This design comes from an exercise in tuning for small area, a short achievable clock period and few clock cycles on the open sky130 flow, not from production work. Only simulation tests tie the RTL to the original design; equivalence was not proved. Power figures rest on the tool's default switching activity, not on a simulated workload.

File: design.v
module loop_slot (
    input             clk,
    input             rst,           
    input             start,
    input      [12:0] start_pc,
    input      [9:0]  sig_base,
    input      [8:0]  act_base,
    input      [127:0] params,       
    input             clear,         
    output            ready,
    output     [12:0] imem_addr,
    input      [31:0] imem_rdata,
    output     [9:0]  sig_addr,
    input      [15:0] sig_rdata,
    output reg        wr_valid,
    output reg        wr_prof,       
    output reg [8:0]  wr_addr,
    output reg [31:0] wr_data,
    output reg        done,
    output            st_sat,
    output            st_clp,
    output            st_raised,
    output            st_fe_active,
    output            st_fe_seen,
    output     [15:0] cyc_last
);
    localparam OP_NOP  = 6'h00, OP_END  = 6'h01, OP_RAISE = 6'h02, OP_LDI  = 6'h03,
               OP_MOV  = 6'h04, OP_RDS  = 6'h05, OP_RDP   = 6'h06, OP_WRA  = 6'h07,
               OP_WTG  = 6'h08, OP_ADD  = 6'h10, OP_SUB   = 6'h11, OP_ADDI = 6'h12,
               OP_MUL  = 6'h13, OP_NEG  = 6'h14, OP_ABS   = 6'h15, OP_MIN  = 6'h16,
               OP_MAX  = 6'h17, OP_CLMP = 6'h18, OP_SHL   = 6'h19, OP_SHR  = 6'h1A,
               OP_LPF  = 6'h1B, OP_CLRA = 6'h20, OP_LDA   = 6'h21, OP_MAC  = 6'h22,
               OP_MSU  = 6'h23, OP_ACCA = 6'h24, OP_SHRA  = 6'h25, OP_SATA = 6'h26,
               OP_ACLP = 6'h27, OP_SKP  = 6'h30, OP_FEL   = 6'h31;
    reg  [255:0] vregs;         
    reg  [159:0] accs;          
    reg         clp;
    reg         fe_active;
    reg         sat_run;
    reg         raised_run;
    reg         fe_seen_run;
    reg  [15:0] cyc_run;         
    reg  [127:0] par;
    reg  [9:0]  sbase;
    reg  [8:0]  abase;
    reg         busy;
    reg  [12:0] pc;              
    reg  [31:0] ir;
    reg  [15:0] sel_a, sel_b, sel_d;    
    reg         irv;             
    reg         lpf_ph;          
    reg  [16:0] lpf_t;           
    reg         e2_mul;          
    reg         e2_aw;           
    reg  [39:0] e2_anv;          
    reg         e2_rds;          
    reg  [15:0] e2_vd;           
    reg  [1:0]  e2_an;
    reg  [40:0] e2_s, e2_c;
    reg  [9:0]  sa;              
    assign ready        = !busy;
    assign imem_addr    = pc;
    assign sig_addr     = sa;
    assign st_sat       = sat_run;
    assign st_clp       = clp;
    assign st_raised    = raised_run;
    assign st_fe_active = fe_active;
    assign st_fe_seen   = fe_seen_run;
    assign cyc_last     = cyc_run;
    wire [5:0]  op     = ir[31:26];
    wire [3:0]  f_d    = ir[25:22];
    wire [1:0]  f_n    = ir[23:22];
    wire [1:0]  f_sn   = ir[19:18];
    wire [2:0]  f_cond = ir[25:23];
    wire [3:0]  f_a    = ir[21:18];
    wire [3:0]  f_b    = ir[17:14];
    wire [15:0] f_imm  = ir[15:0];
    wire [9:0]  f_sig  = ir[9:0];
    wire [8:0]  f_act  = ir[8:0];
    wire [2:0]  f_k    = ir[2:0];
    wire [3:0]  f_sh   = ir[3:0];
    wire [4:0]  f_prof = ir[4:0];
    wire [7:0]  f_cnt  = ir[7:0];
    wire is_end  = op == OP_END;
    wire is_rais = op == OP_RAISE;
    wire is_ldi  = op == OP_LDI;
    wire is_mov  = op == OP_MOV;
    wire is_rds  = op == OP_RDS;
    wire is_rdp  = op == OP_RDP;
    wire is_wra  = op == OP_WRA;
    wire is_wtg  = op == OP_WTG;
    wire is_add  = op == OP_ADD;
    wire is_sub  = op == OP_SUB;
    wire is_addi = op == OP_ADDI;
    wire is_mul  = op == OP_MUL;
    wire is_neg  = op == OP_NEG;
    wire is_abs  = op == OP_ABS;
    wire is_min  = op == OP_MIN;
    wire is_max  = op == OP_MAX;
    wire is_clmp = op == OP_CLMP;
    wire is_shl  = op == OP_SHL;
    wire is_shr  = op == OP_SHR;
    wire is_lpf  = op == OP_LPF;
    wire is_clra = op == OP_CLRA;
    wire is_lda  = op == OP_LDA;
    wire is_mac  = op == OP_MAC;
    wire is_msu  = op == OP_MSU;
    wire is_acca = op == OP_ACCA;
    wire is_shra = op == OP_SHRA;
    wire is_sata = op == OP_SATA;
    wire is_aclp = op == OP_ACLP;
    wire is_skp  = op == OP_SKP;
    wire is_fel  = op == OP_FEL;
    wire use_a = is_mov | is_wra | is_wtg | is_add | is_sub | is_addi | is_mul | is_neg |
                 is_abs | is_min | is_max | is_clmp | is_shl | is_shr | is_lpf | is_lda |
                 is_mac | is_msu | is_acca | is_aclp | (is_skp & f_cond != 3'd6) | is_fel;
    wire use_b = is_wtg | is_add | is_sub | is_mul | is_min | is_max | is_clmp | is_lpf |
                 is_mac | is_msu | is_aclp | (is_skp & f_cond != 3'd6) | is_fel;
    wire use_d = is_clmp | is_lpf;
    wire acc_e1  = is_shra | is_aclp;               
    wire acc_e2  = is_mac | is_msu | is_acca | is_lda | is_clra;    
    wire [1:0] acc_i = is_sata ? f_sn : f_n;
    wire e2_vw = e2_mul | e2_rds;
    wire hazard = (e2_vw & ((use_a & |(sel_a & e2_vd)) | (use_b & |(sel_b & e2_vd)) |
                            (use_d & |(sel_d & e2_vd)))) |
                  (e2_aw & (acc_e1 | is_sata) & acc_i == e2_an);
    wire go     = busy & irv & !hazard;       
    wire lpf_p1 = is_lpf & !lpf_ph;
    wire issue  = go & !lpf_p1;               
    reg  [15:0] va_r, vb_r, vd_r;
    integer k;
    always @* begin
        va_r = 16'd0;
        vb_r = 16'd0;
        vd_r = 16'd0;
        for (k = 0; k < 16; k = k + 1) begin
            va_r = va_r | ({16{sel_a[k]}} & vregs[k*16 +: 16]);
            vb_r = vb_r | ({16{sel_b[k]}} & vregs[k*16 +: 16]);
            vd_r = vd_r | ({16{sel_d[k]}} & vregs[k*16 +: 16]);
        end
    end
    wire signed [15:0] va = va_r;
    wire signed [15:0] vb = vb_r;
    wire signed [15:0] vd = vd_r;
    wire signed [39:0] an = accs[acc_i*40 +: 40];
    wire signed [15:0] imm = f_imm;
    wire [15:0] pk = par[f_k*16 +: 16];
    wire        va_neg  = va[15];
    wire        negate  = is_neg | (is_abs & va_neg);
    wire [15:0] as_x    = negate ? 16'd0 : va;
    wire [15:0] as_y    = is_add ? vb : is_sub ? ~vb : is_addi ? imm : negate ? ~va : 16'd0;
    wire        as_ci   = is_sub | negate;
    wire [16:0] as_sum  = {as_x[15], as_x} + {as_y[15], as_y} + as_ci;
    wire        as_ovf  = as_sum[16] != as_sum[15];
    wire [15:0] as_res  = as_ovf ? (as_sum[16] ? 16'h8000 : 16'h7fff) : as_sum[15:0];
    wire a_lt_b = va < vb;
    wire a_eq_b = va == vb;
    wire d_lt_a = vd < va;
    wire b_lt_a = vb < va;
    wire b_lt_d = vb < vd;
    wire [15:0] min_res  = a_lt_b ? va : vb;
    wire [15:0] max_res  = a_lt_b ? vb : va;
    wire [15:0] clmp_lo  = d_lt_a ? va : vd;
    wire        clmp_hi  = d_lt_a ? b_lt_a : b_lt_d;
    wire [15:0] clmp_res = clmp_hi ? vb : clmp_lo;
    wire [31:0] shl_w   = {{16{va[15]}}, va} << f_sh;
    wire        shl_ovf = !((&shl_w[31:15]) | !(|shl_w[31:15]));
    wire [15:0] shl_res = shl_ovf ? (va[15] ? 16'h8000 : 16'h7fff) : shl_w[15:0];
    wire [15:0] shr_res = va >>> f_sh;
    wire [3:0]  sh_amt   = is_sata ? ~f_sh : f_sh;
    wire signed [40:0] sh_x = {an, 1'b0};
    wire signed [40:0] sh_y = sh_x >>> sh_amt;
    wire [39:0] shra_res = sh_y[40:1];
    wire        sata_fit = (&sh_y[40:17]) | !(|sh_y[40:17]);
    wire [17:0] sata_r   = {sh_y[17], sh_y[17:1]} + sh_y[0];
    wire        sata_ovf = !sata_fit | (sata_r[17:15] != 3'b000 & sata_r[17:15] != 3'b111);
    wire        sata_neg = sh_y[40];
    wire [15:0] sata_res = sata_ovf ? (sata_neg ? 16'h8000 : 16'h7fff) : sata_r[15:0];
    wire signed [24:0] an_hi = an[39:15];
    wire        an_lo_nz = |an[14:0];
    wire        an_lt_a  = an_hi < va;
    wire        an_gt_b  = (an_hi > vb) | ((an_hi == vb) & an_lo_nz);
    wire        aclp_hi  = an_lt_a ? b_lt_a : an_gt_b;
    wire [39:0] va_q     = {{9{va[15]}}, va, 15'd0};
    wire [39:0] vb_q     = {{9{vb[15]}}, vb, 15'd0};
    wire [39:0] aclp_res = aclp_hi ? vb_q : an_lt_a ? va_q : an;
    wire        aclp_chg = aclp_res != an;
    wire signed [16:0] abs_va = va_neg ? -{va[15], va} : {va[15], va};
    wire signed [16:0] vb17   = {vb[15], vb};
    wire        fe_over = abs_va > vb17;
    reg skip;
    always @* begin
        case (f_cond)
            3'd0:    skip = a_eq_b;
            3'd1:    skip = !a_eq_b;
            3'd2:    skip = a_lt_b;
            3'd3:    skip = !a_lt_b;
            3'd4:    skip = b_lt_a;
            3'd5:    skip = !b_lt_a;
            3'd6:    skip = clp;
            default: skip = 1'b0;
        endcase
    end
    wire skip_t = issue & is_skp & skip;
    wire e1_late = is_mul | is_lpf | is_rds | acc_e2;      
    reg        w1_v;
    reg [15:0] w1_vd;
    reg        w1_a;
    reg [39:0] w1_ad;
    reg        sat1;
    always @* begin
        w1_v  = 1'b0;
        w1_vd = as_res;
        w1_a  = 1'b0;
        w1_ad = 40'd0;
        sat1  = 1'b0;
        case (op)
            OP_LDI:  begin w1_v = 1'b1; w1_vd = f_imm; end
            OP_MOV:  begin w1_v = 1'b1; w1_vd = va; end
            OP_RDP:  begin w1_v = 1'b1; w1_vd = pk; end
            OP_ADD, OP_SUB, OP_ADDI, OP_NEG, OP_ABS:
                     begin w1_v = 1'b1; w1_vd = as_res; sat1 = as_ovf; end
            OP_MIN:  begin w1_v = 1'b1; w1_vd = min_res; end
            OP_MAX:  begin w1_v = 1'b1; w1_vd = max_res; end
            OP_CLMP: begin w1_v = 1'b1; w1_vd = clmp_res; end
            OP_SHL:  begin w1_v = 1'b1; w1_vd = shl_res; sat1 = shl_ovf; end
            OP_SHR:  begin w1_v = 1'b1; w1_vd = shr_res; end
            OP_SATA: begin w1_v = 1'b1; w1_vd = sata_res; sat1 = sata_ovf; end
            OP_SHRA: begin w1_a = 1'b1; w1_ad = shra_res; end
            OP_ACLP: begin w1_a = 1'b1; w1_ad = aclp_res; end
            default: ;
        endcase
    end
    wire we1_v = issue & w1_v;
    wire we1_a = issue & w1_a;
    wire        m_zero = is_acca | is_lda | is_clra;
    wire [16:0] mul_m  = lpf_ph ? lpf_t : m_zero ? 17'd0 : {va[15], va};
    wire [15:0] mul_rg = is_lpf ? vd : (is_acca | is_lda) ? va : 16'd0;
    wire [40:0] cs_s, cs_c;
    booth_cs u_mul (
        .m(mul_m), .b(vb), .inv(is_msu), .rg(mul_rg), .rnd(is_mul | is_lpf),
        .s(cs_s), .c(cs_c)
    );
    wire [40:0] z_a  = {e2_anv[39], e2_anv};
    wire [40:0] z_x  = e2_s ^ e2_c ^ z_a;                        
    wire [40:0] z_y  = (e2_s & e2_c) | (e2_s & z_a) | (e2_c & z_a);
    wire [40:0] z    = z_x + {z_y[39:0], 1'b0};
    wire        z16_ovf = !((&z[40:30]) | !(|z[40:30]));
    wire [15:0] z16  = z16_ovf ? (z[40] ? 16'h8000 : 16'h7fff) : z[30:15];
    wire        z40_ovf = z[40] != z[39];
    wire [39:0] z40  = z40_ovf ? (z[40] ? 40'h80_0000_0000 : 40'h7f_ffff_ffff) : z[39:0];
    wire [15:0] w2_vd = e2_rds ? sig_rdata : z16;
    wire        sat2 = (e2_mul & z16_ovf) | (e2_aw & z40_ovf);
    integer i;
    wire accept = !busy & start;
    reg  [12:0] pc_inc;
    integer j;
    always @* begin
        pc_inc[0] = !pc[0];
        for (j = 1; j < 13; j = j + 1)
            pc_inc[j] = pc[j] ^ (&(pc | ~((13'd1 << j) - 13'd1)));
    end
    wire [12:0] pc_skp = pc + {5'd0, f_cnt};
    wire zap    = rst | (accept & clear);
    always @(posedge clk) begin
        for (i = 0; i < 16; i = i + 1) begin
            if (zap)
                vregs[i*16 +: 16] <= 16'd0;
            else if (e2_vw && e2_vd[i] && !(we1_v && sel_d[i]))
                vregs[i*16 +: 16] <= w2_vd;
            else if (we1_v && sel_d[i])
                vregs[i*16 +: 16] <= w1_vd;
        end
        for (i = 0; i < 4; i = i + 1) begin
            if (zap)
                accs[i*40 +: 40] <= 40'd0;
            else if (e2_aw && e2_an == i)
                accs[i*40 +: 40] <= z40;
            else if (we1_a && f_n == i)
                accs[i*40 +: 40] <= w1_ad;
        end
    end
    always @(posedge clk) begin
        if (zap) begin
            clp       <= 1'b0;
            fe_active <= 1'b0;
        end else if (issue) begin
            if (is_aclp) clp <= aclp_chg;
            if (is_fel)  fe_active <= fe_over;
        end
    end
    always @(posedge clk) begin
        if (rst) begin
            busy     <= 1'b0;
            irv      <= 1'b0;
            done     <= 1'b0;
            wr_valid <= 1'b0;
            e2_mul   <= 1'b0;
            e2_aw    <= 1'b0;
            e2_rds   <= 1'b0;
        end else begin
            done     <= 1'b0;
            wr_valid <= issue & (is_wra | is_wtg);
            e2_mul   <= issue & (is_mul | is_lpf);
            e2_aw    <= issue & acc_e2;
            e2_rds   <= issue & is_rds;
            if (accept) begin
                busy <= 1'b1;
                irv  <= 1'b0;
                pc   <= start_pc;
            end else if (busy) begin
                if (issue & is_end) begin
                    busy <= 1'b0;
                    done <= 1'b1;
                    irv  <= 1'b0;
                end else if (skip_t) begin
                    pc  <= pc_skp;
                    irv <= 1'b0;
                end else if (!irv || issue) begin
                    pc  <= pc_inc;
                    ir  <= imem_rdata;
                    sel_a <= 16'd1 << imem_rdata[21:18];
                    sel_b <= 16'd1 << imem_rdata[17:14];
                    sel_d <= 16'd1 << imem_rdata[25:22];
                    irv <= 1'b1;
                    if (imem_rdata[31:26] == OP_END && !(irv && e1_late)) begin
                        busy <= 1'b0;
                        done <= 1'b1;
                    end
                end
            end
        end
    end
    always @(posedge clk)
        if (rst)
            lpf_ph <= 1'b0;
        else if (go & is_lpf)
            lpf_ph <= !lpf_ph;
    always @(posedge clk) begin
        if (rst) begin
            sat_run     <= 1'b0;
            raised_run  <= 1'b0;
            fe_seen_run <= 1'b0;
            cyc_run     <= 16'd0;
        end else if (accept) begin
            sat_run     <= 1'b0;
            raised_run  <= 1'b0;
            fe_seen_run <= 1'b0;
            cyc_run     <= 16'd1;
        end else begin
            if ((issue & sat1) | sat2) sat_run <= 1'b1;
            if (issue & is_rais) raised_run <= 1'b1;
            if (issue & is_fel)  fe_seen_run <= 1'b1;
            if (issue & !is_end)
                cyc_run <= cyc_run + ((is_rds | is_wtg | is_lpf) ? 16'd2 : 16'd1);
        end
    end
    always @(posedge clk) begin
        if (accept) begin
            par   <= params;
            sbase <= sig_base;
            abase <= act_base;
        end
        e2_vd <= sel_d;
        if (go & lpf_p1)
            lpf_t <= {va[15], va} - {vd[15], vd};
        e2_an <= f_n;
        if (is_mac | is_msu | is_acca)
            e2_anv <= (e2_aw && e2_an == f_n) ? z40 : an;
        else
            e2_anv <= 40'd0;
        e2_s  <= cs_s;
        e2_c  <= cs_c;
        sa    <= ir[21] ? f_sig + sbase : f_sig;
        wr_prof <= is_wtg;
        wr_addr <= is_wtg ? {4'd0, f_prof} : (ir[17] ? f_act + abase : f_act);
        wr_data <= is_wtg ? {va, vb} : {{16{va[15]}}, va};
    end
endmodule
module booth_cs (
    input  [16:0] m,       
    input  [15:0] b,       
    input         inv,     
    input  [15:0] rg,      
    input         rnd,     
    output [40:0] s,
    output [40:0] c
);
    wire [16:0] bx = {b, 1'b0};
    wire [17:0] m2 = {m[16], m};
    wire [18:0] m1 = {m2, 1'b0};    
    wire one0 = bx[1] ^ bx[0];
    wire two0 = (bx[2] & ~bx[1] & ~bx[0]) | (~bx[2] & bx[1] & bx[0]);
    wire one1 = bx[3] ^ bx[2];
    wire two1 = (bx[4] & ~bx[3] & ~bx[2]) | (~bx[4] & bx[3] & bx[2]);
    wire one2 = bx[5] ^ bx[4];
    wire two2 = (bx[6] & ~bx[5] & ~bx[4]) | (~bx[6] & bx[5] & bx[4]);
    wire one3 = bx[7] ^ bx[6];
    wire two3 = (bx[8] & ~bx[7] & ~bx[6]) | (~bx[8] & bx[7] & bx[6]);
    wire one4 = bx[9] ^ bx[8];
    wire two4 = (bx[10] & ~bx[9] & ~bx[8]) | (~bx[10] & bx[9] & bx[8]);
    wire one5 = bx[11] ^ bx[10];
    wire two5 = (bx[12] & ~bx[11] & ~bx[10]) | (~bx[12] & bx[11] & bx[10]);
    wire one6 = bx[13] ^ bx[12];
    wire two6 = (bx[14] & ~bx[13] & ~bx[12]) | (~bx[14] & bx[13] & bx[12]);
    wire one7 = bx[15] ^ bx[14];
    wire two7 = (bx[16] & ~bx[15] & ~bx[14]) | (~bx[16] & bx[15] & bx[14]);
    wire [7:0] ng = {bx[16], bx[14], bx[12], bx[10], bx[8], bx[6], bx[4], bx[2]} ^ {8{inv}};
    wire [17:0] t0 = (({18{one0}} & m2) | ({18{two0}} & m1[17:0])) ^ {18{ng[0]}};
    wire [17:0] t1 = (({18{one1}} & m2) | ({18{two1}} & m1[17:0])) ^ {18{ng[1]}};
    wire [17:0] t2 = (({18{one2}} & m2) | ({18{two2}} & m1[17:0])) ^ {18{ng[2]}};
    wire [17:0] t3 = (({18{one3}} & m2) | ({18{two3}} & m1[17:0])) ^ {18{ng[3]}};
    wire [17:0] t4 = (({18{one4}} & m2) | ({18{two4}} & m1[17:0])) ^ {18{ng[4]}};
    wire [17:0] t5 = (({18{one5}} & m2) | ({18{two5}} & m1[17:0])) ^ {18{ng[5]}};
    wire [17:0] t6 = (({18{one6}} & m2) | ({18{two6}} & m1[17:0])) ^ {18{ng[6]}};
    wire [17:0] t7 = (({18{one7}} & m2) | ({18{two7}} & m1[17:0])) ^ {18{ng[7]}};
    wire s1, c2, s3, c4, s5, c6, s7, c8, s9, c10, s11, c12, s13, c14, s15, c16, s17, c18, s19, c20, s21, c22, s23, c24, s25, c26, s27, c28, s29, c30, s31, c32, s33, c34, s35, c36, s37, c38, s39, c40, s41, c42, s43, c44, s45, c46, s47, c48, s49, c50, s51, c52, s53, c54, s55, c56, s57, c58, s59, c60, s61, c62, s63, c64, s65, c66, s67, c68, s69, c70, s71, c72, s73, c74, s75, c76, s77, c78, s79, c80, s81, c82, s83, c84, s85, c86, s87, c88, s89, c90, s91, c92, s93, c94, s95, c96, s97, c98, s99, c100, s101, c102, s103, c104, s105, c106, s107, c108, s109, c110, s111, c112, s113, c114, s115, c116, s117, c118, s119, c120, s121, c122, s123, c124, s125, c126, s127, c128, s129, c130, s131, c132, s133, c134, s135, c136, s137, c138, s139, c140, s141, c142, s143, c144, s145, c146, s147, c148, s149, c150, s151, c152, s153, c154, s155, c156, s157, c158, s159, c160, s161, c162, s163, c164, s165, c166, s167, c168, s169, c170, s171, c172, s173, c174, s175, c176, s177, c178, s179, c180, s181, c182, s183, c184, s185, c186, s187, c188, s189, c190, s191, c192, s193, c194, s195, c196, s197, c198, s199, c200, s201, c202, s203, c204, s205, c206, s207, c208, s209, c210, s211, c212, s213, c214, s215, c216, s217, c218, s219, c220, s221, c222, s223, c224, s225, c226, s227, c228, s229, c230, s231, c232, s233, c234, s235, c236, s237, c238, s239, c240, s241, c242, s243, c244, s245, c246, s247, c248, s249, c250, s251, c252, s253, c254, s255, c256, s257, c258, s259, c260, s261, c262, s263, c264, s265, c266, s267, c268, s269, c270;
    assign s1 = t0[14] ^ t1[12];
    assign c2 = t0[14] & t1[12];
    assign s3 = t0[15] ^ t1[13];
    assign c4 = t0[15] & t1[13];
    assign s5 = t0[16] ^ t1[14];
    assign c6 = t0[16] & t1[14];
    assign s7 = ~t0[17] ^ t1[15] ^ t2[13];
    assign c8 = (~t0[17] & t1[15]) | (~t0[17] & t2[13]) | (t1[15] & t2[13]);
    assign s9 = t1[16] ^ t2[14];
    assign c10 = t1[16] & t2[14];
    assign s11 = t0[10] ^ t1[8];
    assign c12 = t0[10] & t1[8];
    assign s13 = t0[11] ^ t1[9];
    assign c14 = t0[11] & t1[9];
    assign s15 = t0[12] ^ t1[10] ^ t2[8];
    assign c16 = (t0[12] & t1[10]) | (t0[12] & t2[8]) | (t1[10] & t2[8]);
    assign s17 = t3[6] ^ t4[4];
    assign c18 = t3[6] & t4[4];
    assign s19 = t0[13] ^ t1[11] ^ t2[9];
    assign c20 = (t0[13] & t1[11]) | (t0[13] & t2[9]) | (t1[11] & t2[9]);
    assign s21 = t3[7] ^ t4[5];
    assign c22 = t3[7] & t4[5];
    assign s23 = t2[10] ^ t3[8] ^ t4[6];
    assign c24 = (t2[10] & t3[8]) | (t2[10] & t4[6]) | (t3[8] & t4[6]);
    assign s25 = t5[4] ^ t6[2] ^ t7[0];
    assign c26 = (t5[4] & t6[2]) | (t5[4] & t7[0]) | (t6[2] & t7[0]);
    assign s27 = ng[7] ^ rnd;
    assign c28 = ng[7] & rnd;
    assign s29 = t2[11] ^ t3[9] ^ t4[7];
    assign c30 = (t2[11] & t3[9]) | (t2[11] & t4[7]) | (t3[9] & t4[7]);
    assign s31 = t5[5] ^ t6[3] ^ t7[1];
    assign c32 = (t5[5] & t6[3]) | (t5[5] & t7[1]) | (t6[3] & t7[1]);
    assign s33 = rg[0] ^ c2 ^ s3;
    assign c34 = (rg[0] & c2) | (rg[0] & s3) | (c2 & s3);
    assign s35 = t2[12] ^ t3[10] ^ t4[8];
    assign c36 = (t2[12] & t3[10]) | (t2[12] & t4[8]) | (t3[10] & t4[8]);
    assign s37 = t5[6] ^ t6[4] ^ t7[2];
    assign c38 = (t5[6] & t6[4]) | (t5[6] & t7[2]) | (t6[4] & t7[2]);
    assign s39 = rg[1] ^ c4 ^ s5;
    assign c40 = (rg[1] & c4) | (rg[1] & s5) | (c4 & s5);
    assign s41 = t3[11] ^ t4[9] ^ t5[7];
    assign c42 = (t3[11] & t4[9]) | (t3[11] & t5[7]) | (t4[9] & t5[7]);
    assign s43 = t6[5] ^ t7[3] ^ rg[2];
    assign c44 = (t6[5] & t7[3]) | (t6[5] & rg[2]) | (t7[3] & rg[2]);
    assign s45 = 1'b1 ^ c6 ^ s7;
    assign c46 = (1'b1 & c6) | (1'b1 & s7) | (c6 & s7);
    assign s47 = t3[12] ^ t4[10] ^ t5[8];
    assign c48 = (t3[12] & t4[10]) | (t3[12] & t5[8]) | (t4[10] & t5[8]);
    assign s49 = t6[6] ^ t7[4] ^ rg[3];
    assign c50 = (t6[6] & t7[4]) | (t6[6] & rg[3]) | (t7[4] & rg[3]);
    assign s51 = 1'b1 ^ c8 ^ s9;
    assign c52 = (1'b1 & c8) | (1'b1 & s9) | (c8 & s9);
    assign s53 = ~t1[17] ^ t2[15] ^ t3[13];
    assign c54 = (~t1[17] & t2[15]) | (~t1[17] & t3[13]) | (t2[15] & t3[13]);
    assign s55 = t4[11] ^ t5[9] ^ t6[7];
    assign c56 = (t4[11] & t5[9]) | (t4[11] & t6[7]) | (t5[9] & t6[7]);
    assign s57 = t7[5] ^ rg[4] ^ c10;
    assign c58 = (t7[5] & rg[4]) | (t7[5] & c10) | (rg[4] & c10);
    assign s59 = t2[16] ^ t3[14] ^ t4[12];
    assign c60 = (t2[16] & t3[14]) | (t2[16] & t4[12]) | (t3[14] & t4[12]);
    assign s61 = t5[10] ^ t6[8] ^ t7[6];
    assign c62 = (t5[10] & t6[8]) | (t5[10] & t7[6]) | (t6[8] & t7[6]);
    assign s63 = rg[5] ^ 1'b1;
    assign c64 = rg[5] & 1'b1;
    assign s65 = ~t2[17] ^ t3[15] ^ t4[13];
    assign c66 = (~t2[17] & t3[15]) | (~t2[17] & t4[13]) | (t3[15] & t4[13]);
    assign s67 = t5[11] ^ t6[9] ^ t7[7];
    assign c68 = (t5[11] & t6[9]) | (t5[11] & t7[7]) | (t6[9] & t7[7]);
    assign s69 = t3[16] ^ t4[14] ^ t5[12];
    assign c70 = (t3[16] & t4[14]) | (t3[16] & t5[12]) | (t4[14] & t5[12]);
    assign s71 = t6[10] ^ t7[8];
    assign c72 = t6[10] & t7[8];
    assign s73 = ~t3[17] ^ t4[15] ^ t5[13];
    assign c74 = (~t3[17] & t4[15]) | (~t3[17] & t5[13]) | (t4[15] & t5[13]);
    assign s75 = t4[16] ^ t5[14];
    assign c76 = t4[16] & t5[14];
    assign s77 = t0[6] ^ t1[4];
    assign c78 = t0[6] & t1[4];
    assign s79 = t0[7] ^ t1[5];
    assign c80 = t0[7] & t1[5];
    assign s81 = t0[8] ^ t1[6] ^ t2[4];
    assign c82 = (t0[8] & t1[6]) | (t0[8] & t2[4]) | (t1[6] & t2[4]);
    assign s83 = t3[2] ^ t4[0];
    assign c84 = t3[2] & t4[0];
    assign s85 = t0[9] ^ t1[7] ^ t2[5];
    assign c86 = (t0[9] & t1[7]) | (t0[9] & t2[5]) | (t1[7] & t2[5]);
    assign s87 = t3[3] ^ t4[1];
    assign c88 = t3[3] & t4[1];
    assign s89 = t2[6] ^ t3[4] ^ t4[2];
    assign c90 = (t2[6] & t3[4]) | (t2[6] & t4[2]) | (t3[4] & t4[2]);
    assign s91 = t5[0] ^ ng[5] ^ s11;
    assign c92 = (t5[0] & ng[5]) | (t5[0] & s11) | (ng[5] & s11);
    assign s93 = t2[7] ^ t3[5] ^ t4[3];
    assign c94 = (t2[7] & t3[5]) | (t2[7] & t4[3]) | (t3[5] & t4[3]);
    assign s95 = t5[1] ^ c12 ^ s13;
    assign c96 = (t5[1] & c12) | (t5[1] & s13) | (c12 & s13);
    assign s97 = t5[2] ^ t6[0] ^ ng[6];
    assign c98 = (t5[2] & t6[0]) | (t5[2] & ng[6]) | (t6[0] & ng[6]);
    assign s99 = c14 ^ s15 ^ s17;
    assign c100 = (c14 & s15) | (c14 & s17) | (s15 & s17);
    assign s101 = t5[3] ^ t6[1] ^ c16;
    assign c102 = (t5[3] & t6[1]) | (t5[3] & c16) | (t6[1] & c16);
    assign s103 = c18 ^ s19 ^ s21;
    assign c104 = (c18 & s19) | (c18 & s21) | (s19 & s21);
    assign s105 = s1 ^ c20 ^ c22;
    assign c106 = (s1 & c20) | (s1 & c22) | (c20 & c22);
    assign s107 = s23 ^ s25 ^ s27;
    assign c108 = (s23 & s25) | (s23 & s27) | (s25 & s27);
    assign s109 = c24 ^ c26 ^ c28;
    assign c110 = (c24 & c26) | (c24 & c28) | (c26 & c28);
    assign s111 = s29 ^ s31 ^ s33;
    assign c112 = (s29 & s31) | (s29 & s33) | (s31 & s33);
    assign s113 = c30 ^ c32 ^ c34;
    assign c114 = (c30 & c32) | (c30 & c34) | (c32 & c34);
    assign s115 = s35 ^ s37 ^ s39;
    assign c116 = (s35 & s37) | (s35 & s39) | (s37 & s39);
    assign s117 = c36 ^ c38 ^ c40;
    assign c118 = (c36 & c38) | (c36 & c40) | (c38 & c40);
    assign s119 = s41 ^ s43 ^ s45;
    assign c120 = (s41 & s43) | (s41 & s45) | (s43 & s45);
    assign s121 = c42 ^ c44 ^ c46;
    assign c122 = (c42 & c44) | (c42 & c46) | (c44 & c46);
    assign s123 = s47 ^ s49 ^ s51;
    assign c124 = (s47 & s49) | (s47 & s51) | (s49 & s51);
    assign s125 = c48 ^ c50 ^ c52;
    assign c126 = (c48 & c50) | (c48 & c52) | (c50 & c52);
    assign s127 = s53 ^ s55 ^ s57;
    assign c128 = (s53 & s55) | (s53 & s57) | (s55 & s57);
    assign s129 = c54 ^ c56 ^ c58;
    assign c130 = (c54 & c56) | (c54 & c58) | (c56 & c58);
    assign s131 = s59 ^ s61 ^ s63;
    assign c132 = (s59 & s61) | (s59 & s63) | (s61 & s63);
    assign s133 = rg[6] ^ c60 ^ c62;
    assign c134 = (rg[6] & c60) | (rg[6] & c62) | (c60 & c62);
    assign s135 = c64 ^ s65 ^ s67;
    assign c136 = (c64 & s65) | (c64 & s67) | (s65 & s67);
    assign s137 = rg[7] ^ 1'b1 ^ c66;
    assign c138 = (rg[7] & 1'b1) | (rg[7] & c66) | (1'b1 & c66);
    assign s139 = c68 ^ s69 ^ s71;
    assign c140 = (c68 & s69) | (c68 & s71) | (s69 & s71);
    assign s141 = t6[11] ^ t7[9] ^ rg[8];
    assign c142 = (t6[11] & t7[9]) | (t6[11] & rg[8]) | (t7[9] & rg[8]);
    assign s143 = c70 ^ c72 ^ s73;
    assign c144 = (c70 & c72) | (c70 & s73) | (c72 & s73);
    assign s145 = t6[12] ^ t7[10] ^ rg[9];
    assign c146 = (t6[12] & t7[10]) | (t6[12] & rg[9]) | (t7[10] & rg[9]);
    assign s147 = 1'b1 ^ c74 ^ s75;
    assign c148 = (1'b1 & c74) | (1'b1 & s75) | (c74 & s75);
    assign s149 = ~t4[17] ^ t5[15] ^ t6[13];
    assign c150 = (~t4[17] & t5[15]) | (~t4[17] & t6[13]) | (t5[15] & t6[13]);
    assign s151 = t7[11] ^ rg[10] ^ c76;
    assign c152 = (t7[11] & rg[10]) | (t7[11] & c76) | (rg[10] & c76);
    assign s153 = t5[16] ^ t6[14] ^ t7[12];
    assign c154 = (t5[16] & t6[14]) | (t5[16] & t7[12]) | (t6[14] & t7[12]);
    assign s155 = rg[11] ^ 1'b1;
    assign c156 = rg[11] & 1'b1;
    assign s157 = ~t5[17] ^ t6[15] ^ t7[13];
    assign c158 = (~t5[17] & t6[15]) | (~t5[17] & t7[13]) | (t6[15] & t7[13]);
    assign s159 = t6[16] ^ t7[14];
    assign c160 = t6[16] & t7[14];
    assign s161 = t0[4] ^ t1[2];
    assign c162 = t0[4] & t1[2];
    assign s163 = t0[5] ^ t1[3];
    assign c164 = t0[5] & t1[3];
    assign s165 = t2[2] ^ t3[0] ^ ng[3];
    assign c166 = (t2[2] & t3[0]) | (t2[2] & ng[3]) | (t3[0] & ng[3]);
    assign s167 = t2[3] ^ t3[1] ^ c78;
    assign c168 = (t2[3] & t3[1]) | (t2[3] & c78) | (t3[1] & c78);
    assign s169 = ng[4] ^ c80 ^ s81;
    assign c170 = (ng[4] & c80) | (ng[4] & s81) | (c80 & s81);
    assign s171 = c82 ^ c84 ^ s85;
    assign c172 = (c82 & c84) | (c82 & s85) | (c84 & s85);
    assign s173 = c86 ^ c88 ^ s89;
    assign c174 = (c86 & c88) | (c86 & s89) | (c88 & s89);
    assign s175 = c90 ^ c92 ^ s93;
    assign c176 = (c90 & c92) | (c90 & s93) | (c92 & s93);
    assign s177 = c94 ^ c96 ^ s97;
    assign c178 = (c94 & c96) | (c94 & s97) | (c96 & s97);
    assign s179 = c98 ^ c100 ^ s101;
    assign c180 = (c98 & c100) | (c98 & s101) | (c100 & s101);
    assign s181 = c102 ^ c104 ^ s105;
    assign c182 = (c102 & c104) | (c102 & s105) | (c104 & s105);
    assign s183 = c106 ^ c108 ^ s109;
    assign c184 = (c106 & c108) | (c106 & s109) | (c108 & s109);
    assign s185 = c110 ^ c112 ^ s113;
    assign c186 = (c110 & c112) | (c110 & s113) | (c112 & s113);
    assign s187 = c114 ^ c116 ^ s117;
    assign c188 = (c114 & c116) | (c114 & s117) | (c116 & s117);
    assign s189 = c118 ^ c120 ^ s121;
    assign c190 = (c118 & c120) | (c118 & s121) | (c120 & s121);
    assign s191 = c122 ^ c124 ^ s125;
    assign c192 = (c122 & c124) | (c122 & s125) | (c124 & s125);
    assign s193 = c126 ^ c128 ^ s129;
    assign c194 = (c126 & c128) | (c126 & s129) | (c128 & s129);
    assign s195 = c130 ^ c132 ^ s133;
    assign c196 = (c130 & c132) | (c130 & s133) | (c132 & s133);
    assign s197 = c134 ^ c136 ^ s137;
    assign c198 = (c134 & c136) | (c134 & s137) | (c136 & s137);
    assign s199 = c138 ^ c140 ^ s141;
    assign c200 = (c138 & c140) | (c138 & s141) | (c140 & s141);
    assign s201 = c142 ^ c144 ^ s145;
    assign c202 = (c142 & c144) | (c142 & s145) | (c144 & s145);
    assign s203 = c146 ^ c148 ^ s149;
    assign c204 = (c146 & c148) | (c146 & s149) | (c148 & s149);
    assign s205 = c150 ^ c152 ^ s153;
    assign c206 = (c150 & c152) | (c150 & s153) | (c152 & s153);
    assign s207 = rg[12] ^ c154 ^ c156;
    assign c208 = (rg[12] & c154) | (rg[12] & c156) | (c154 & c156);
    assign s209 = rg[13] ^ 1'b1 ^ c158;
    assign c210 = (rg[13] & 1'b1) | (rg[13] & c158) | (1'b1 & c158);
    assign s211 = ~t6[17] ^ t7[15] ^ rg[14];
    assign c212 = (~t6[17] & t7[15]) | (~t6[17] & rg[14]) | (t7[15] & rg[14]);
    assign s213 = t0[2] ^ t1[0];
    assign c214 = t0[2] & t1[0];
    assign s215 = t0[3] ^ t1[1];
    assign c216 = t0[3] & t1[1];
    assign s217 = t2[0] ^ ng[2] ^ s161;
    assign c218 = (t2[0] & ng[2]) | (t2[0] & s161) | (ng[2] & s161);
    assign s219 = t2[1] ^ c162 ^ s163;
    assign c220 = (t2[1] & c162) | (t2[1] & s163) | (c162 & s163);
    assign s221 = s77 ^ c164 ^ s165;
    assign c222 = (s77 & c164) | (s77 & s165) | (c164 & s165);
    assign s223 = s79 ^ c166 ^ s167;
    assign c224 = (s79 & c166) | (s79 & s167) | (c166 & s167);
    assign s225 = s83 ^ c168 ^ s169;
    assign c226 = (s83 & c168) | (s83 & s169) | (c168 & s169);
    assign s227 = s87 ^ c170 ^ s171;
    assign c228 = (s87 & c170) | (s87 & s171) | (c170 & s171);
    assign s229 = s91 ^ c172 ^ s173;
    assign c230 = (s91 & c172) | (s91 & s173) | (c172 & s173);
    assign s231 = s95 ^ c174 ^ s175;
    assign c232 = (s95 & c174) | (s95 & s175) | (c174 & s175);
    assign s233 = s99 ^ c176 ^ s177;
    assign c234 = (s99 & c176) | (s99 & s177) | (c176 & s177);
    assign s235 = s103 ^ c178 ^ s179;
    assign c236 = (s103 & c178) | (s103 & s179) | (c178 & s179);
    assign s237 = s107 ^ c180 ^ s181;
    assign c238 = (s107 & c180) | (s107 & s181) | (c180 & s181);
    assign s239 = s111 ^ c182 ^ s183;
    assign c240 = (s111 & c182) | (s111 & s183) | (c182 & s183);
    assign s241 = s115 ^ c184 ^ s185;
    assign c242 = (s115 & c184) | (s115 & s185) | (c184 & s185);
    assign s243 = s119 ^ c186 ^ s187;
    assign c244 = (s119 & c186) | (s119 & s187) | (c186 & s187);
    assign s245 = s123 ^ c188 ^ s189;
    assign c246 = (s123 & c188) | (s123 & s189) | (c188 & s189);
    assign s247 = s127 ^ c190 ^ s191;
    assign c248 = (s127 & c190) | (s127 & s191) | (c190 & s191);
    assign s249 = s131 ^ c192 ^ s193;
    assign c250 = (s131 & c192) | (s131 & s193) | (c192 & s193);
    assign s251 = s135 ^ c194 ^ s195;
    assign c252 = (s135 & c194) | (s135 & s195) | (c194 & s195);
    assign s253 = s139 ^ c196 ^ s197;
    assign c254 = (s139 & c196) | (s139 & s197) | (c196 & s197);
    assign s255 = s143 ^ c198 ^ s199;
    assign c256 = (s143 & c198) | (s143 & s199) | (c198 & s199);
    assign s257 = s147 ^ c200 ^ s201;
    assign c258 = (s147 & c200) | (s147 & s201) | (c200 & s201);
    assign s259 = s151 ^ c202 ^ s203;
    assign c260 = (s151 & c202) | (s151 & s203) | (c202 & s203);
    assign s261 = s155 ^ c204 ^ s205;
    assign c262 = (s155 & c204) | (s155 & s205) | (c204 & s205);
    assign s263 = s157 ^ c206 ^ s207;
    assign c264 = (s157 & c206) | (s157 & s207) | (c206 & s207);
    assign s265 = s159 ^ c208 ^ s209;
    assign c266 = (s159 & c208) | (s159 & s209) | (c208 & s209);
    assign s267 = c160 ^ c210 ^ s211;
    assign c268 = (c160 & c210) | (c160 & s211) | (c210 & s211);
    assign s269 = t7[16] ^ ~rg[15] ^ c212;
    assign c270 = (t7[16] & ~rg[15]) | (t7[16] & c212) | (~rg[15] & c212);
    assign s = {1'b1, 1'b1, 1'b1, 1'b1, 1'b1, 1'b1, 1'b1, 1'b1, 1'b1, ~t7[17], c268, c266, c264, c262, c260, c258, c256, c254, c252, c250, c248, c246, c244, c242, c240, c238, c236, c234, c232, c230, c228, c226, c224, c222, c220, c218, c216, c214, ng[1], t0[1], t0[0]};
    assign c = {1'b0, 1'b0, 1'b0, 1'b0, 1'b0, 1'b0, 1'b0, 1'b0, 1'b0, c270, s269, s267, s265, s263, s261, s259, s257, s255, s253, s251, s249, s247, s245, s243, s241, s239, s237, s235, s233, s231, s229, s227, s225, s223, s221, s219, s217, s215, s213, 1'b0, ng[0]};
endmodule
File: standard.sh
#!/bin/bash
# synth_recipe.tcl (not shown) runs the flow's synth.tcl, then flattens the netlist and writes it again
# the make line also repeats each setting of config.mk as NAME=value (left out here)
make -C /OpenROAD-flow-scripts/flow DESIGN_CONFIG=/design/flow/config.mk WORK_HOME=/design/flow/orfs CLKGATE_MAP_FILE= SYNTH_SCRIPT=/design/flow/synth_recipe.tcl "${@:-finish}"
File: flow/run.sh
#!/bin/bash
# Standard synthesis and layout; timing repair aims for more setup slack than the
# constraint needs, so that the layout reaches a shorter period.
set -euo pipefail
bash standard.sh synth > synth.log 2>&1
bash standard.sh SETUP_SLACK_MARGIN=12 finish > layout.log 2>&1
File: constraint.sdc
create_clock -name core_clock -period 18.0 [get_ports {clk}]
set_input_delay 3.6000 -clock core_clock [delete_from_list [all_inputs] [get_ports {clk}]]
set_output_delay 3.6000 -clock core_clock [all_outputs]
set_load 0.01 [all_outputs]
File: config.mk
export PLATFORM = sky130hd
export DESIGN_NAME = loop_slot
export DESIGN_NICKNAME = loop_slot
export VERILOG_FILES = /design/flow/design.v
export SDC_FILE = /design/flow/constraint.sdc
export NUM_CORES = 4
export LEC_CHECK = 0
export CAP_MARGIN = 20
export CORE_MARGIN = 2
export CORE_UTILIZATION = 40
export SLEW_MARGIN = 20
export TNS_END_PERCENT = 10
==> results.py, run 1 <==
metrics = {
    "run_status": {
        "status": "timing/DRC/antenna clean",
    },
    "final_layout": {
        "areaGrowthSynthToFinish_pct": 22.4,
        "drive_gt1_share_pct": 16.7,
        "fin_nets": 8161,
        "layout_common_cells": "nand2_1 (698), a21oi_1 (638), dfxtp_1 (618)",
        "mostFrequentLayoutCell": "nand2_1",
    },
    "worst_setup_path": {
        "crit_path_start": "sel_b[1]$_SDFFCE_PP0P_",
        "cp_top_family": "compound AO/OA/AOI/OAI gates",
        "cp_max_fo": 17,
        "worst_path_max_delay_cell": "nor4_1",
        "cp.depth": 23,
        "rrSetupSlack_ns": 11.66,
        "worstPathRequired_ns": 18.65,
        "rr_endpoint": "accs[101]$_SDFFE_PP0P_",
        "slowest_delay_ns": 0.60,
        "r2r_cells": 23,
        "startpoint_type": "flop",
        "cp-endpoint": "accs[101]$_SDFFE_PP0P_",
        "path_class": "flop to flop",
        "worstPathArrival_ns": 6.99,
        "crit_chain": "buf_6, a22o_1, a221oi_1, nand3_1, nor2_2, buf_8, inv_1, ha_1, nand2_1, nor4_1, a2111oi_4, a221oi_2, buf_4, clkinvlp_4, or4_1, a21oi_4, nor2_4, o21ai_4, buf_12, mux2_2, o22ai_4, a22oi_1, a21oi_1",
        "worst-path-buf-inv": 6,
        "end_kind": "flop",
        "worstReg2RegStart": "sel_b[1]$_SDFFCE_PP0P_",
    },
    "yosys": {
        "synthArstFlopShare_pct": 0,
        "syn_nets": 7807,
        "synth_area_sq_mm": 0.0630,
        "synth_area_per_cell_sq_um": 8.72,
        "yosysUniqueCellTypes": 128,
        "synth_warnings": 1,
        "synth_top_area_share_pct": 19.6,
        "ys.flop_type": "dfxtp_1",
        "synth_largest_area_cell": "dfxtp_1",
        "synth_edf_count": 255,
        "yosys_register_bits": 873,
        "yosysSeqAreaShare_pct": 31.8,
        "synthTopCellsByArea": "dfxtp_1 (20%), edfxtp_1 (12%), a22oi_1 (5.6%), a21oi_1 (5.3%), fa_1 (4.5%)",
        "netlist_instances": 7224,
    },
    "power": {
        "power_frac_seq_pct": 29.7,
        "p_switching_mw": 2.98,
        "internal_power_mw": 4.30,
        "power.density_mw_per_mm2": 94.4,
        "ir_drop_mv": 0.0967,
        "swShare_pct": 40.9,
        "combPwrFrac_pct": 39.4,
        "clkPwrFrac_pct": 30.9,
        "p_leak_nw": 28.9,
    },
    "placement": {
        "place_congestion": 1.09,
        "post-dp-hpwl_um": 234000,
        "port_buffers": 300,
    },
    "routing": {
        "drt-pass1-iter-count": 13,
        "vias_per_cell": 6.95,
        "wire_per_inst_um": 35.8,
        "drt-initial-drc-count": 11100,
        "wl_um": 348000,
        "drc": 0,
        "postRouteAntennaNets": 0,
        "vias": 67600,
    },
    "clocking": {
        "cts_buffers": 102,
        "clk_latency_ns": 0.84,
        "cts_root_buffer": "clkbuf_16",
        "clock-sinks": 873,
        "cts_tree": "done",
        "clk_pin_slew_ns": 0.06,
        "clk_path_buf_depth": 3,
        "htree_levels": 3,
    },
    "grt": {
        "use_met3_pct": 15.2,
        "grt-ovfl-total": 0,
        "use_met1_pct": 51.8,
        "met2_usage_pct": 58.4,
        "grt_pass1_wl_um": 480000,
        "busiest_layer": "met2",
        "grt_use_total_pct": 41.2,
        "grt_pass1_vias": 62900,
        "grt_max_degree": 82,
        "antenna_found_initial": 19,
    },
    "sta": {
        "setup_tns_ns": 0,
        "whs_ns": 0.483,
        "setup_viol": 0,
        "relSlewSlack_pct": 20.2,
        "max_freq_ghz": 0.158,
        "finalCriticalPeriod_ns": 6.34,
        "grt_setup_unrepaired": "true",
        "finalCritPeriodShare_pct": 35.2,
        "finalHoldViolCount": 0,
        "slew_viol_final": 0,
        "clock_skew_ns": 0.114,
        "worst_slew_pin_slew_ns": 1.19,
    },
    "floorplan": {
        "die-area_sq_mm": 0.161,
        "dieWidth_um": 401,
        "core_sq_mm": 0.156,
        "die_y_um": 401,
        "rows": 145,
        "start_util_pct": 40.3,
        "io_pins": 301,
    },
    "run": {
        "maxCapViolCount": 0,
    },
    "min_path": {
        "hold_path.class": "flop to flop",
    },
}
==> layer usage <==
layer	wire length, um	share of wire, %
met5	419	0.12
met4	30800	8.8
met3	48400	14
met2	140000	40
met1	128000	37
==> how the worst min path moves through the flow <==
stage	cells past startpoint	start	to	slack, ns
global placement	2	fe_seen_run$_SDFFE_PP0P_	fe_seen_run$_SDFFE_PP0P_	0.46
detailed placement	2	raised_run$_SDFFE_PP0P_	raised_run$_SDFFE_PP0P_	0.47
global route	2	raised_run$_SDFFE_PP0P_	raised_run$_SDFFE_PP0P_	0.52
CTS	2	raised_run$_SDFFE_PP0P_	raised_run$_SDFFE_PP0P_	0.49
finish	2	raised_run$_SDFFE_PP0P_	raised_run$_SDFFE_PP0P_	0.48
floorplan	0	sel_d[0]$_SDFFCE_PP0P_	e2_vd[0]$_DFF_P_	0.35
==> final cells by class <==
cell class | instances | area, sq um
diodes | 4 | 10.0
clock buffers | 132 | 2860
clock inverters | 55 | 757
fillers | 14700 | 79100
inverters | 231 | 952
multi-input cells | 5550 | 41500
flip-flops and latches | 873 | 20000
well taps | 2058 | 2570
repair buffers | 820 | 8370
==> tightest hold or removal path, delay by kind of cell, from the launching register on <==
kind               cells  cell delay [ns]
DFF                    1             0.33
and+or+nand+nor        1             0.08
AOI/OAI and AO/OA      1             0.04
==> state kept, by name, summed over array words and instances (netlist names), 17 cells and up <==
signal and flops:
ir 30, vregs 256, e2_c 31, e2_anv 40, accs 160, e2_s 32, wr_data 32, par 128
lpf_t 17
==> metrics by stage <==
step | utilization [%] | std cells | instance area (sq um) | total power, mW | worst slack [ns]
finish | 49.3 | 9723 | 77100 | 7.27 | 11.66
CTS | 48.1 | 9621 | 75100 | 7.02 | 11.96
global route | 49.3 | 9720 | 77100 | 7.41 | 11.62
floorplan | - | 7224 | 63000 | 3.52 | 11.64
detailed placement | 43.8 | 9289 | 68400 | 4.60 | 9.29
global placement | 43.8 | 9287 | 68300 | 4.60 | 9.50
==> cell usage after synthesis, drive strengths merged, types with 33 or more instances <==
cell	n
nand2	721
a21oi	690
dfxtp	618
nor2	528
a22oi	470
clkbuf	412
o21ai	317
edfxtp	255
ha	228
inv	225
nand3	195
xnor2	195
mux2i	147
a211oi	145
fa	143
buf	138
o22ai	138
nor3	127
xor2	109
a221oi	106
a21o	97
a22o	91
and3	71
nand4	69
o21a	63
mux4	60
o221ai	58
nor4	57
a31oi	52
o211ai	50
nand2b	47
mux2	46
and2	42
o31ai	33
==> power groups by stage <==
stage / clock network, mW / registers [mW] / logic (mW)
floorplan: 0 / 2.19 / 1.33
global placement: 0 / 2.20 / 2.40
detailed placement: 0 / 2.20 / 2.40
CTS: 2.26 / 2.16 / 2.60
global route: 2.33 / 2.16 / 2.92
finish: 2.25 / 2.16 / 2.87
==> timing repair <==
item	4_1_cts	5_1_grt
cloned	17	10
setup buffers	128	85
pin swaps	49	77
hold buffers	0	0
setup endpoints to repair	531	519
gates resized for setup	323	213
==> cells by family after synthesis <==
family | after synthesis | synth area share, %
AO/OA/AOI/OAI | 2608 | 28.8
adder cells (fa/ha/maj) | 394 | 9.44
flip-flops | 873 | 31.8
XOR/XNOR | 304 | 4.23
AND/OR/NAND/NOR | 1982 | 14.5
multiplexers | 253 | 5.34
other | 1 | 0.00596
buffers and inverters | 809 | 5.80
Testbench counts, summed over its fixed seeds: cycles 159,414.
==> run 2, diff against run 1 <==
--- a/design.v
+++ b/design.v
@@ -163,12 +163,9 @@
     wire [15:0] clmp_lo  = d_lt_a ? va : vd;
     wire        clmp_hi  = d_lt_a ? b_lt_a : b_lt_d;
     wire [15:0] clmp_res = clmp_hi ? vb : clmp_lo;
-    wire [31:0] shl_w   = {{16{va[15]}}, va} << f_sh;
-    wire        shl_ovf = !((&shl_w[31:15]) | !(|shl_w[31:15]));
-    wire [15:0] shl_res = shl_ovf ? (va[15] ? 16'h8000 : 16'h7fff) : shl_w[15:0];
-    wire [15:0] shr_res = va >>> f_sh;
-    wire [3:0]  sh_amt   = is_sata ? ~f_sh : f_sh;
-    wire signed [40:0] sh_x = {an, 1'b0};
+    wire [39:0] sh_in    = is_shl ? {{9{va[15]}}, va, 15'd0} : is_shr ? {{24{va[15]}}, va} : an;
+    wire [3:0]  sh_amt   = (is_sata | is_shl) ? ~f_sh : f_sh;
+    wire signed [40:0] sh_x = {sh_in, 1'b0};
     wire signed [40:0] sh_y = sh_x >>> sh_amt;
     wire [39:0] shra_res = sh_y[40:1];
     wire        sata_fit = (&sh_y[40:17]) | !(|sh_y[40:17]);
@@ -223,9 +220,8 @@
             OP_MIN:  begin w1_v = 1'b1; w1_vd = min_res; end
             OP_MAX:  begin w1_v = 1'b1; w1_vd = max_res; end
             OP_CLMP: begin w1_v = 1'b1; w1_vd = clmp_res; end
-            OP_SHL:  begin w1_v = 1'b1; w1_vd = shl_res; sat1 = shl_ovf; end
-            OP_SHR:  begin w1_v = 1'b1; w1_vd = shr_res; end
-            OP_SATA: begin w1_v = 1'b1; w1_vd = sata_res; sat1 = sata_ovf; end
+            OP_SHR:  begin w1_v = 1'b1; w1_vd = shra_res[15:0]; end
+            OP_SHL, OP_SATA: begin w1_v = 1'b1; w1_vd = sata_res; sat1 = sata_ovf; end
             OP_SHRA: begin w1_a = 1'b1; w1_ad = shra_res; end
             OP_ACLP: begin w1_a = 1'b1; w1_ad = aclp_res; end
             default: ;
--- a/config.mk
+++ b/config.mk
@@ -9,4 +9,3 @@
 export CORE_MARGIN = 2
 export CORE_UTILIZATION = 40
 export SLEW_MARGIN = 20
-export TNS_END_PERCENT = 10
==> results.py, run 2 <==
metrics = {
    "run_status": {
        "status": "timing/DRC/antenna clean",
    },
    "yosys": {
        "synth_xor_area_share_pct": 4.87,
        "synth-compound-area-share_pct": 29.0,
        "synth_warnings": 1,
        "ys_top_cells_by_count": "dfxtp_1 (618), nor2_1 (598), nand2_1 (579)",
        "yosys.area_share.adder_pct": 9.62,
        "yosys_register_bits": 873,
        "yosysUniqueCellTypes": 119,
        "synthArstFlopShare_pct": 0,
        "synth_largest_area_cell": "dfxtp_1",
        "synth_area_per_cell_sq_um": 8.77,
        "synth_area_sq_mm": 0.0619,
        "synth_top_area_share_pct": 20.0,
        "yosysSeqAreaShare_pct": 32.4,
        "synth_top_family_by_area": "compound AO/OA/AOI/OAI gates",
        "synth-simple-area-share_pct": 14.4,
        "synthTopCellsByArea": "dfxtp_1 (20%), edfxtp_1 (12%), a22oi_1 (5.5%), fa_1 (4.6%), ha_1 (4.6%)",
        "synth_edf_count": 255,
        "yosysMostFrequentCell": "dfxtp_1",
        "netlist_instances": 7056,
        "synthMuxAreaShare_pct": 4.29,
        "ys.flop_type": "dfxtp_1",
        "syn_nets": 7639,
    },
    "sta": {
        "worst_slew_pin_slew_ns": 1.29,
        "max_freq_ghz": 0.160,
        "whs_ns": 0.462,
        "grt_setup_unrepaired": "true",
        "relSlewSlack_pct": 13.3,
        "slew_viol_final": 0,
        "clock_skew_ns": 0.0791,
        "setup_tns_ns": 0,
        "finalCritPeriodShare_pct": 34.6,
        "finalCriticalPeriod_ns": 6.23,
        "setup_viol": 0,
        "finalHoldViolCount": 0,
    },
    "floorplan": {
        "io_pins": 301,
        "start_util_pct": 40.2,
        "dieWidth_um": 397,
        "die-area_sq_mm": 0.158,
        "die_y_um": 397,
        "rows": 144,
        "core_sq_mm": 0.154,
    },
    "power": {
        "combPwrFrac_pct": 28.9,
        "swShare_pct": 36.0,
        "power_frac_seq_pct": 35.3,
        "ir_drop_mv": 0.0771,
        "p_switching_mw": 2.17,
        "power.density_mw_per_mm2": 78.9,
        "internal_power_mw": 3.85,
        "p_leak_nw": 27.7,
        "clkPwrFrac_pct": 35.7,
    },
    "worst_setup_path": {
        "rrSetupSlack_ns": 11.77,
        "cp_max_fo": 8,
        "cp_top_family": "compound AO/OA/AOI/OAI gates",
        "end_kind": "flop",
        "path_class": "flop to flop",
        "crit_chain": "and4bb_4, buf_12, buf_4, a21boi_4, buf_12, buf_4, o211ai_1, mux2i_2, a211o_1, and3_1, a211oi_1, o21ai_0, a21boi_1, and2_2, and4_1, o21ai_2, a31o_4, a31o_4, o41ai_4, buf_4, clkbuf_16, a22oi_1",
        "worst_path_max_delay_cell": "a211oi_1",
        "worst-path-buf-inv": 6,
        "worstPathRequired_ns": 18.62,
        "worstPathArrival_ns": 6.85,
        "slowest_delay_ns": 0.62,
        "startpoint_type": "flop",
        "crit_top_cell": "buf_4",
    },
    "clocking": {
        "cts_buffers": 100,
        "clk_pin_slew_ns": 0.06,
        "clk_path_buf_depth": 3,
        "cts_tree": "done",
        "htree_levels": 3,
        "clk_latency_ns": 0.80,
        "clock-sinks": 873,
        "cts_hold_buf": 0,
        "cts_root_buffer": "clkbuf_16",
    },
    "routing": {
        "wire_per_inst_um": 35.8,
        "vias_per_cell": 7.10,
        "drc": 0,
        "drt-pass1-iter-count": 17,
        "postRouteAntennaNets": 0,
        "wl_um": 343000,
        "drt-initial-drc-count": 12500,
        "vias": 68100,
    },
    "final_layout": {
        "regMostFlops": "vregs",
        "areaGrowthSynthToFinish_pct": 23.2,
        "final_cells": 9594,
        "largest_register_ff_count": 256,
        "top_regs": "vregs: 256 flops, accs: 160 flops, par: 128 flops",
        "fin_nets": 8025,
        "layout_common_cells": "dfxtp_1 (618), nor2_1 (564), nand2_1 (562)",
        "final.fill_count": 14500,
        "fin_util_pct": 49.5,
        "drive_gt1_share_pct": 16.4,
        "mostFrequentLayoutCell": "dfxtp_1",
    },
    "placement": {
        "port_buffers": 300,
        "place_congestion": 1.03,
        "dp.cells": 9083,
        "post-dp-hpwl_um": 221000,
    },
    "grt": {
        "grt_use_total_pct": 40.9,
        "grt_pass1_vias": 61900,
        "grt_max_degree": 107,
        "antenna_found_initial": 36,
        "grt-ovfl-total": 0,
        "grt_pass1_wl_um": 467000,
    },
    "run": {
        "maxCapViolCount": 0,
    },
    "min_path": {
        "hold_path.class": "flop to flop",
    },
}
-- run 2: cell types whose count changed in the layout (fill, tap and decap cells not counted), sizes merged, moves of 36 or more --
cell    delta
a222oi    +37
or3       +40
o211ai    +52
xnor2     +43
nor2      +74
o21ai     -36
o21a      +40
a221oi    +52
nand2    -138
a21oi    -164
buf       +60
-- run 2: cell families (layout without fill, tap and decap cells) --
kind of cell	count (synthesis)	count (layout)
AOI/OAI and AO/OA	2498	2502
and+or+nand+nor	1926	1934
DFF	873	873
buffers and inverters	815	1274
adders and majority gates	395	395
xor gates and xnor gates	341	341
muxes	207	207
other	1	24
-- run 2: final timing paths --
check	endpoint	depth (start not counted)	from
min	irv$_SDFFE_PP0P_	2	irv$_SDFFE_PP0P_
max reg2reg	vregs[77]$_SDFFE_PP0P_	22	ir[29]$_DFFE_PP_
min reg2reg	irv$_SDFFE_PP0P_	2	irv$_SDFFE_PP0P_
max	vregs[77]$_SDFFE_PP0P_	22	ir[29]$_DFFE_PP_
-- run 2: layout make-up --
type | count | area, sq um | area share [%]
multi-input combinational | 5380 | 40600 | 53.2
sequential | 873 | 20000 | 26.3
timing repair buffer | 883 | 8760 | 11.5
clock buffer | 133 | 2800 | 3.67
tap | 2044 | 2560 | 3.35
inverter | 203 | 807 | 1.06
clock inverter | 54 | 629 | 0.826
antenna | 23 | 57.6 | 0.0755
timing repair inverter | 1 | 8.76 | 0.0115
-- run 2: power groups by stage --
stage | clock (mW) | combinational [mW] | sequential, mW
3_3_place_gp | 0 | 1.47 | 2.17
5_1_grt | 2.23 | 1.78 | 2.13
6_report | 2.15 | 1.74 | 2.13
2_1_floorplan | 0 | 0.844 | 2.16
3_5_place_dp | 0 | 1.48 | 2.17
4_1_cts | 2.15 | 1.57 | 2.13
-- run 2: routing by layer --
layer	vias to the layer above	wire [um]	global-route usage, %
met1	32400	122000	50.6
met2	6343	137000	57.8
met5	-	580	0
met3	1845	54600	17.7
li1	27500	-	-
met4	36	29600	26.4
-- run 2: stage by stage --
step                      power (mW)  cell area (sq um)  setup WS [ns]
after CTS                       5.85              73300          11.92
after global placement          3.63              67500           9.28
after detailed placement        3.65              67500           9.12
final                           6.02              76200          11.77
after floorplan                 3.00              61900          12.01
after global routing            6.14              76200          11.79
-- run 2: timing repair --
action | CTS | global route
pin swaps | 51 | 67
gates cloned | 21 | 20
endpoints found under the setup margin | 543 | 502
buffers inserted | 110 | 148
resized for setup | 232 | 307
-- run 2: tightest hold or removal path, cell delays in order (launching register included) --
cell,delay (ns)
dfxtp_1,0.31
nand2_1,0.05
a21oi_1,0.05
Testbench counts of run 2, summed over its fixed seeds: cycles 159,414.
==> run 3, diff against run 2 <==
==> flow/run.sh (replaced) <==
#!/bin/bash
# Standard synthesis and layout; timing repair aims for more setup slack than the
# constraint needs, so that the layout reaches a shorter period.
set -euo pipefail
bash standard.sh synth > synth.log 2>&1
bash standard.sh SETUP_SLACK_MARGIN=12.4 finish > layout.log 2>&1
==> results.py, run 3 <==
metrics = {
    "run_status": {
        "status": "timing/DRC/antenna clean",
    },
    "final_layout": {
        "regMostFlops": "vregs",
        "areaGrowthSynthToFinish_pct": 28.8,
        "fin_nets": 8177,
        "layout_common_cells": "dfxtp_1 (617), nor2_1 (560), nand2_1 (546)",
        "top_regs": "vregs: 256 flops, accs: 160 flops, par: 128 flops",
        "largest_register_ff_count": 256,
        "drive_gt1_share_pct": 21.6,
        "mostFrequentLayoutCell": "dfxtp_1",
    },
    "yosys": {
        "yosys_register_bits": 873,
        "yosysUniqueCellTypes": 119,
        "syn_nets": 7639,
        "ys_top_cells_by_count": "dfxtp_1 (618), nor2_1 (598), nand2_1 (579)",
        "netlist_instances": 7056,
        "synthTopCellsByArea": "dfxtp_1 (20%), edfxtp_1 (12%), a22oi_1 (5.5%), fa_1 (4.6%), ha_1 (4.6%)",
        "ys.flop_type": "dfxtp_1",
        "synth_edf_count": 255,
        "yosysSeqAreaShare_pct": 32.4,
        "yosysMostFrequentCell": "dfxtp_1",
        "synth_warnings": 1,
        "synth_area_sq_mm": 0.0619,
        "synth_top_area_share_pct": 20.0,
        "synthArstFlopShare_pct": 0,
        "synth_largest_area_cell": "dfxtp_1",
        "synth_area_per_cell_sq_um": 8.77,
    },
    "grt": {
        "grt_pass1_wl_um": 484000,
        "grt_pass1_vias": 64500,
        "grt_max_degree": 91,
        "grt-ovfl-total": 0,
        "grt_use_total_pct": 42.5,
        "antenna_found_initial": 38,
    },
    "routing": {
        "wire_per_inst_um": 36.3,
        "vias": 70000,
        "postRouteAntennaNets": 0,
        "wl_um": 353000,
        "drc": 0,
        "drt-pass1-iter-count": 13,
        "drt-initial-drc-count": 13300,
        "vias_per_cell": 7.19,
    },
    "power": {
        "power.density_mw_per_mm2": 77.8,
        "totalPowerFinal_mw": 6.20,
        "p_leak_nw": 29.0,
        "ir_drop_mv": 0.0996,
    },
    "clocking": {
        "clk_latency_ns": 0.81,
        "cts_tree": "done",
        "cts_buffers": 101,
        "cts_root_buffer": "clkbuf_16",
        "clock-sinks": 873,
        "clk_pin_slew_ns": 0.06,
        "htree_levels": 3,
        "clk_path_buf_depth": 3,
    },
    "worst_setup_path": {
        "end_kind": "flop",
        "worst_path_max_delay_cell": "or4b_4",
        "slowest_delay_ns": 0.51,
        "worstPathArrival_ns": 6.78,
        "startpoint_type": "flop",
        "worstPathRequired_ns": 18.66,
        "path_class": "flop to flop",
        "cp_max_fo": 8,
    },
    "sta": {
        "worst_slew_pin_slew_ns": 1.33,
        "finalCritPeriodShare_pct": 34.0,
        "slew_viol_final": 0,
        "relSlewSlack_pct": 11.2,
        "max_freq_ghz": 0.163,
        "clock_skew_ns": 0.128,
        "finalHoldViolCount": 0,
        "whs_ns": 0.459,
        "setup_tns_ns": 0,
        "finalCriticalPeriod_ns": 6.13,
        "setup_viol": 0,
        "final.setup.worst_slack_ns": 11.87,
        "grt_setup_unrepaired": "true",
    },
    "floorplan": {
        "dieWidth_um": 397,
        "core_sq_mm": 0.154,
        "rows": 144,
        "io_pins": 301,
        "start_util_pct": 40.2,
        "die_y_um": 397,
        "die-area_sq_mm": 0.158,
    },
    "placement": {
        "place_congestion": 1.07,
        "dp_slack_ns": 9.83,
        "post-dp-hpwl_um": 221000,
        "port_buffers": 300,
    },
    "run": {
        "maxCapViolCount": 0,
    },
    "min_path": {
        "hold_path.class": "flop to flop",
    },
}
-- run 3: cell counts after synthesis --
No cell type changed its count.
-- run 3: kinds of logic after synthesis --
logic type,count (synthesis),synth area share (%)
adders and majority gates,395,9.62
AOI/OAI and AO/OA,2498,29.0
other,1,0.00606
xor gates and xnor gates,341,4.87
and+or+nand+nor,1926,14.4
DFF,873,32.4
buffers and inverters,815,5.38
muxes,207,4.29
-- run 3: what timing repair did --
action,4_1_cts,5_1_grt
hold buffers,0,0
buffers inserted,294,90
resized for setup,757,211
cloned,40,10
endpoints found under the setup margin,590,516
pin swaps,231,119
-- run 3: per-stage QoR --
step / area [sq um] / cells / util (%)
6_report: 79700 / 9743 / 51.8
5_1_grt: 79700 / 9729 / 51.8
4_1_cts: 77600 / 9618 / 50.5
3_5_place_dp: 67600 / 9099 / 44.0
3_3_place_gp: 67600 / 9098 / 44.0
2_1_floorplan: 62000 / 7056 / -
-- run 3: worst paths after layout --
check / start / to / slack (ns) / cells after the start
worst min register to register: irv$_SDFFE_PP0P_ / irv$_SDFFE_PP0P_ / 0.46 / 2
worst max-delay path: ir[30]$_DFFE_PP_ / vregs[229]$_SDFFE_PP0P_ / 11.87 / 28
worst max register to register: ir[30]$_DFFE_PP_ / vregs[229]$_SDFFE_PP0P_ / 11.87 / 28
worst min-delay path: irv$_SDFFE_PP0P_ / irv$_SDFFE_PP0P_ / 0.46 / 2
-- run 3: final cells by class --
| type | count | area (sq um) |
|---|---|---|
| Multi-Input combinational cell | 5379 | 42200 |
| Timing Repair Buffer | 1034 | 10500 |
| Clock inverter | 46 | 614 |
| Tap cell | 2044 | 2560 |
| Timing Repair inverter | 2 | 17.5 |
| Clock buffer | 139 | 2810 |
| Fill cell | 14100 | 74200 |
| Antenna cell | 23 | 57.6 |
| Sequential cell | 873 | 20000 |
| Inverter | 203 | 826 |
-- run 3: where the power goes --
part / total (mW) / switching [mW] / leakage (nW) / internal, mW
combinational: 1.90 / 1.28 / 20.0 / 0.619
clock: 2.18 / 0.961 / 1.64 / 1.22
sequential: 2.12 / 0.0331 / 7.41 / 2.09
-- run 3: layer usage --
| metal | global-route usage [%] | part of all wire [%] | routed length (um) |
|---|---|---|---|
| met4 | 28.8 | 9.4 | 33100 |
| met3 | 21.7 | 17 | 60600 |
| met2 | 56.6 | 38 | 134000 |
| met1 | 52.6 | 35 | 125000 |
| met5 | 1.21 | 0.18 | 652 |
-- run 3: worst max-delay path: cells and delay by family, from the launching register on --
family	cells	cell delay, ns
xor gates and xnor gates	1	0.18
AOI/OAI and AO/OA	11	2.41
buffers and inverters	13	1.97
DFF	1	0.43
and+or+nand+nor	3	0.99

port drivers added, routing unchanged:
Ports are ideal in the flow. The routed layouts listed here were re-timed in OpenROAD. Step 1, drivers: a clkbuf_16 drives clk and a buf_2 each remaining input, both assumed. Step 2 also shifts input and output timing later by t, the mid clock arrival at the registers, as if the neighbouring blocks saw the same clock. Three values: ideal, step 1, step 2; two values: the first two.
run	t, ns	setup slack, ns	hold slack, ns
run 1	0.871	11.665 / 11.665 / 11.025	0.483 / 0.483 / 0.483
run 2	0.852	11.768 / 11.768 / 11.234	0.462 / 0.462 / 0.462
run 3	0.840	11.875 / 11.875 / 11.317	0.459 / 0.459 / 0.459
After both steps every run listed still meets setup and hold. The setup slack of run 1, which loses most, moves by 0.000 ns with the drivers and by -0.640 ns with both steps.
